This is an optimization exercise on Yosys and OpenROAD, whose aim is small area and a short achievable clock period, not a production implementation. Only simulation tests tie the RTL to the original design; equivalence was not proved. No driver is modelled on the clock port, so clocking that relies on it looks cheaper here than on a real chip.

build 72:
Design trk_lane_rx, start of the top module:
module trk_lane_rx (
    input  wire        clk,
    input  wire        rst,           
    input  wire        blk_valid,
    input  wire [1:0]  blk_sh,        
    input  wire [63:0] blk_pl,        
    input  wire [2:0]  cfg_lane,
    input  wire [1:0]  cfg_step,
    output reg         locked,
    output reg         dat_valid,
    output wire [7:0]  dat_idx,
    output wire [63:0] dat_pl,
    output reg         hdr_valid,
    output reg         hdr_ok,
    output reg  [47:0] hdr_fcnt,
    output reg  [15:0] hdr_claim,
    output reg  [3:0]  hdr_ql,
    output reg  [1:0]  hdr_step,
    output reg  [2:0]  hdr_state,
    output reg  [7:0]  hdr_msg,
    output reg         crc_valid,
    output reg         crc_ok
);
    reg  [57:0]  hist;
    wire [121:0] sbits = {blk_pl, hist};
    reg  [63:0]  desc;
    integer k;
    always @* for (k = 0; k < 64; k = k + 1) desc[k] = sbits[58 + k] ^ sbits[19 + k] ^ sbits[k];
    reg        lk;          
    reg        prev_hdr;    
    reg        bad_prev;    
    reg        have_prev;   
    reg  [7:0] cnt;         
    reg  [1:0] win;         
    reg  [4:0] err;         
    reg [63:0] dreg;        
    reg        t1_b0;       
    reg        t1_b1;       
    reg        t1_sh;       
    reg        t1_ls;       
    reg        t1_se;       
    reg        ok0;         
    reg [7:0]  z8;          
    reg [15:0] c16;         
    assign dat_pl  = dreg;
    assign dat_idx = cnt;
    wire [63:0] v8 = dreg;
    wire [7:0]  f8;
    wire q_64 = v8[20] ^ v8[28];
    wire q_65 = v8[5] ^ v8[21];
    wire q_66 = v8[33] ^ v8[42];
    wire q_67 = v8[11] ^ q_64;
  ...
Size: about 970 cells after synthesis, about 260 flip-flops, about 230 I/O pins, roughly 0.013 mm2 of cells after synthesis.
==> flow/config.mk <==
export PLATFORM = sky130hd
export DESIGN_NAME = trk_lane_rx
export DESIGN_NICKNAME = trk_lane_rx
export VERILOG_FILES = /design/flow/design.v
export SDC_FILE = /design/flow/constraint.sdc
export NUM_CORES = 4
export LEC_CHECK = 0
export CAP_MARGIN = 20
export CORE_MARGIN = 2
export CORE_UTILIZATION = 40
export SLEW_MARGIN = 20
==> flow/constraint.sdc <==
create_clock -name core_clock -period 13.5 [get_ports {clk}]
set_input_delay 2.7000 -clock core_clock [delete_from_list [all_inputs] [get_ports {clk}]]
set_output_delay 2.7000 -clock core_clock [all_outputs]
set_load 0.01 [all_outputs]
standard.sh (not shown) runs the stock make flow with config.mk's settings and CLKGATE_MAP_FILE= SYNTH_SCRIPT=/design/flow/synth_recipe.tcl, a recipe that flattens the netlist after the stock synthesis.
==> flow/flow/run.sh <==
#!/bin/bash
# Layout: the standard ORFS flow (standard.sh) with extra make settings from flow/params.sh:
# a smaller port-buffer cell, timing repair aimed at a tighter setup margin, smaller clock-tree
# clusters, and a two-level clock tree (flow/cts_post.tcl).
set -euo pipefail
source flow/params.sh
bash standard.sh "${ARGS[@]}" "POST_CTS_TCL=$PWD/flow/cts_post.tcl" finish > standard_flow.log 2>&1
==> flow/flow/cts_post.tcl <==
# After CTS: take out the H-tree's branch level and drive the leaf clock
# buffers from two root buffers on the clock port, each placed at the middle
# of its half of the leaves. Every flip-flop stays two like buffers from the
# clock port.
set block [ord::get_db_block]
set root [$block findInst clkbuf_0_clk]
if {$root != "NULL"} {
  set rootnet [[$root findITerm X] getNet]
  set clknet [[$root findITerm A] getNet]
  foreach inst [$block getInsts] {
    if {![string match "clkbuf_1_*" [$inst getName]]} { continue }
    if {[[$inst findITerm A] getNet] != $rootnet} { continue }
    set onet [[$inst findITerm X] getNet]
    foreach it [$onet getITerms] {
      if {[$it getInst] == $inst} { continue }
      $it disconnect
      $it connect $rootnet
    }
    puts "cts_post: removed [$inst getName]"
    odb::dbInst_destroy $inst
    odb::dbNet_destroy $onet
  }
  set leaves {}
  foreach it [$rootnet getITerms] { if {[$it getInst] != $root} { lappend leaves $it } }
  proc cmp_x {a b} { return [expr {[lindex [[$a getInst] getLocation] 0] - [lindex [[$b getInst] getLocation] 0]}] }
  set sorted [lsort -command cmp_x $leaves]
  set half [expr {[llength $sorted] / 2}]
  set root2 [odb::dbInst_create $block [$root getMaster] clkbuf_0b_clk]
  set net2 [odb::dbNet_create $block clknet_0b_clk]
  $net2 setSigType CLOCK
  [$root2 findITerm A] connect $clknet
  [$root2 findITerm X] connect $net2
  foreach it [lrange $sorted $half end] { $it disconnect; $it connect $net2 }
  foreach r [list $root $root2] n [list $rootnet $net2] {
    set sx 0; set sy 0; set k 0
    foreach it [$n getITerms] {
      if {[$it getInst] == $r} { continue }
      set l [[$it getInst] getLocation]
      incr sx [lindex $l 0]; incr sy [lindex $l 1]; incr k
    }
    $r setLocation [expr {$sx / $k}] [expr {$sy / $k}]
    $r setPlacementStatus PLACED
    puts "cts_post: [$r getName] drives $k leaves"
  }
  detailed_placement
  check_placement -verbose
  estimate_parasitics -placement
  report_clock_latency
}
==> flow/flow/params.sh <==
ARGS=("BUFFER_PORTS_ARGS=-buffer_cell sky130_fd_sc_hd__buf_1" SETUP_SLACK_MARGIN=9.7 TNS_END_PERCENT=0 CTS_CLUSTER_SIZE=25 CTS_CLUSTER_DIAMETER=100)
Build 72 did not stop at any stage, and its layout met the timing, DRC and antenna checks.
### build 72 -> build 96
diff --git a/flow/flow/cts_post.tcl b/flow/flow/cts_post.tcl
--- a/flow/flow/cts_post.tcl
+++ b/flow/flow/cts_post.tcl
@@ -2,3 +2,3 @@
-# buffers from two root buffers on the clock port, each placed at the middle
-# of its half of the leaves. Every flip-flop stays two like buffers from the
-# clock port.
+# buffers from four root buffers on the clock port, one per quarter of the
+# leaves, each placed at the middle of its leaves. Every flip-flop stays two
+# like buffers from the clock port.
@@ -26,12 +26,24 @@
-  set sorted [lsort -command cmp_x $leaves]
-  set half [expr {[llength $sorted] / 2}]
-  set root2 [odb::dbInst_create $block [$root getMaster] clkbuf_0b_clk]
-  set net2 [odb::dbNet_create $block clknet_0b_clk]
-  $net2 setSigType CLOCK
-  [$root2 findITerm A] connect $clknet
-  [$root2 findITerm X] connect $net2
-  foreach it [lrange $sorted $half end] { $it disconnect; $it connect $net2 }
-  foreach r [list $root $root2] n [list $rootnet $net2] {
-    set sx 0; set sy 0; set k 0
-    foreach it [$n getITerms] {
-      if {[$it getInst] == $r} { continue }
+  proc cmp_y {a b} { return [expr {[lindex [[$a getInst] getLocation] 1] - [lindex [[$b getInst] getLocation] 1]}] }
+  set sx [lsort -command cmp_x $leaves]
+  set h [expr {[llength $sx] / 2}]
+  set groups {}
+  foreach part [list [lrange $sx 0 [expr {$h - 1}]] [lrange $sx $h end]] {
+    set sy [lsort -command cmp_y $part]
+    set q [expr {[llength $sy] / 2}]
+    lappend groups [lrange $sy 0 [expr {$q - 1}]] [lrange $sy $q end]
+  }
+  set i 0
+  foreach g $groups {
+    if {[llength $g] == 0} { continue }
+    if {$i == 0} {
+      set r $root; set n $rootnet
+    } else {
+      set r [odb::dbInst_create $block [$root getMaster] "clkbuf_0_${i}_clk"]
+      set n [odb::dbNet_create $block "clknet_0_${i}_clk"]
+      $n setSigType CLOCK
+      [$r findITerm A] connect $clknet
+      [$r findITerm X] connect $n
+    }
+    set sxx 0; set syy 0; set k 0
+    foreach it $g {
+      if {$i != 0} { $it disconnect; $it connect $n }
@@ -39 +51 @@
-      incr sx [lindex $l 0]; incr sy [lindex $l 1]; incr k
+      incr sxx [lindex $l 0]; incr syy [lindex $l 1]; incr k
@@ -41 +53 @@
-    $r setLocation [expr {$sx / $k}] [expr {$sy / $k}]
+    $r setLocation [expr {$sxx / $k}] [expr {$syy / $k}]
@@ -43,0 +56 @@
+    incr i
==> flow/flow/params.sh <==
ARGS=("BUFFER_PORTS_ARGS=-buffer_cell sky130_fd_sc_hd__buf_2" SETUP_SLACK_MARGIN=9.7 TNS_END_PERCENT=0 CTS_CLUSTER_SIZE=25 CTS_CLUSTER_DIAMETER=100 CORE_UTILIZATION=70 PLACE_DENSITY=0.8)
--- outcome ---
Build 96 finished every step from synthesis to the final layout, and the layout passed the timing, DRC and antenna checks.
Depth of the most critical reg-to-reg path was lower in the run labelled build 72.
Cmp build 96 and build 72 / register-to-register slack / higher: build 72
Clock net sink count came out exactly the same in build 96 and build 72.
Build 96 vs build 72: wire length of the first global-routing pass down slightly
Looking at maximum frequency, build 96 sits above build 72.
Taking build 96 as 1.0, build 72 lands at 0.937 on number of global-route vias before repair.
The inputs of build 94 differ from those of build 96 as listed below.
==> flow/flow/cts_post.tcl <==
# After CTS: take out the H-tree's branch level, so that the leaf clock
# buffers are driven straight from the root buffer (two buffers from the
# clock port to every flip-flop, all alike).
set block [ord::get_db_block]
set root [$block findInst clkbuf_0_clk]
if {$root != "NULL"} {
  set rootnet [[$root findITerm X] getNet]
  foreach inst [$block getInsts] {
    if {![string match "clkbuf_1_*" [$inst getName]]} { continue }
    set a [$inst findITerm A]
    if {[$a getNet] != $rootnet} { continue }
    set onet [[$inst findITerm X] getNet]
    foreach it [$onet getITerms] {
      if {[$it getInst] == $inst} { continue }
      $it disconnect
      $it connect $rootnet
    }
    puts "cts_post: removed [$inst getName]"
    odb::dbInst_destroy $inst
    odb::dbNet_destroy $onet
  }
  estimate_parasitics -placement
  report_clock_latency
}
==> flow/flow/params.sh <==
ARGS=("BUFFER_PORTS_ARGS=-buffer_cell sky130_fd_sc_hd__buf_2" SETUP_SLACK_MARGIN=9.7 TNS_END_PERCENT=0 CTS_CLUSTER_SIZE=25 CTS_CLUSTER_DIAMETER=100)
Findings:
- Launch point of the critical path: blk_valid -> build 96, dreg[15] -> build 94
- Between build 94 and build 96, die outline area is lower for build 96, build 94 comes in above that.
- Compared with build 96, build 94 shows a post-synthesis to final-layout area growth that is 0.39 points higher.
- Compared with build 96, build 94 shows a lower fraction of final layout cells sized beyond drive strength 1.
- Build 94 against build 96: number of vias per cell after detailed routing decreased by about 18% relative to the old numbers, via count decreased by 8.5% relative to the old numbers.
- Looking at class of the most critical setup path, the primary input to register result is from build 96; the register to output pin one comes from build 94.
- Taking build 96 as the reference, in build 94 design area rose about 0.34%; largest net degree at the start of global routing fell 3.2%.

==> afterwards: timing with drivers on the ports <==
Ports are ideal in the flow. The routed layouts listed here were re-timed in OpenROAD. Step 1 (the two cells are an assumption about what drives the block):
set clk [get_ports {clk}]
set_driving_cell -lib_cell sky130_fd_sc_hd__clkbuf_16 $clk
set_driving_cell -lib_cell sky130_fd_sc_hd__buf_2 [delete_from_list [all_inputs] $clk]
Step 2 adds t to the input delays and takes it off the output delays; t is the mean of the earliest and latest rising clock arrival at the registers after step 1. Input paths then give back, and output paths get back, about the clock's delay inside the block. a / b / c = no drivers / after step 1 / after step 2; a / b = the first two.
run | t, ns | setup WS [ns] | worst setup path after step 2 | cell pins on the clock port's net
build 72 | 0.419 | 9.607 / 9.615 / 9.216 | input to register | 2
build 96 | 0.413 | 9.639 / 9.644 / 9.305 | input to register | 4
build 94 | 0.497 | 9.647 / 9.595 / 9.377 | input to register | 1
After both steps every run listed still meets setup and hold. The setup slack of build 72, which loses most, moves by +0.008 ns with the drivers and by -0.391 ns with both steps.
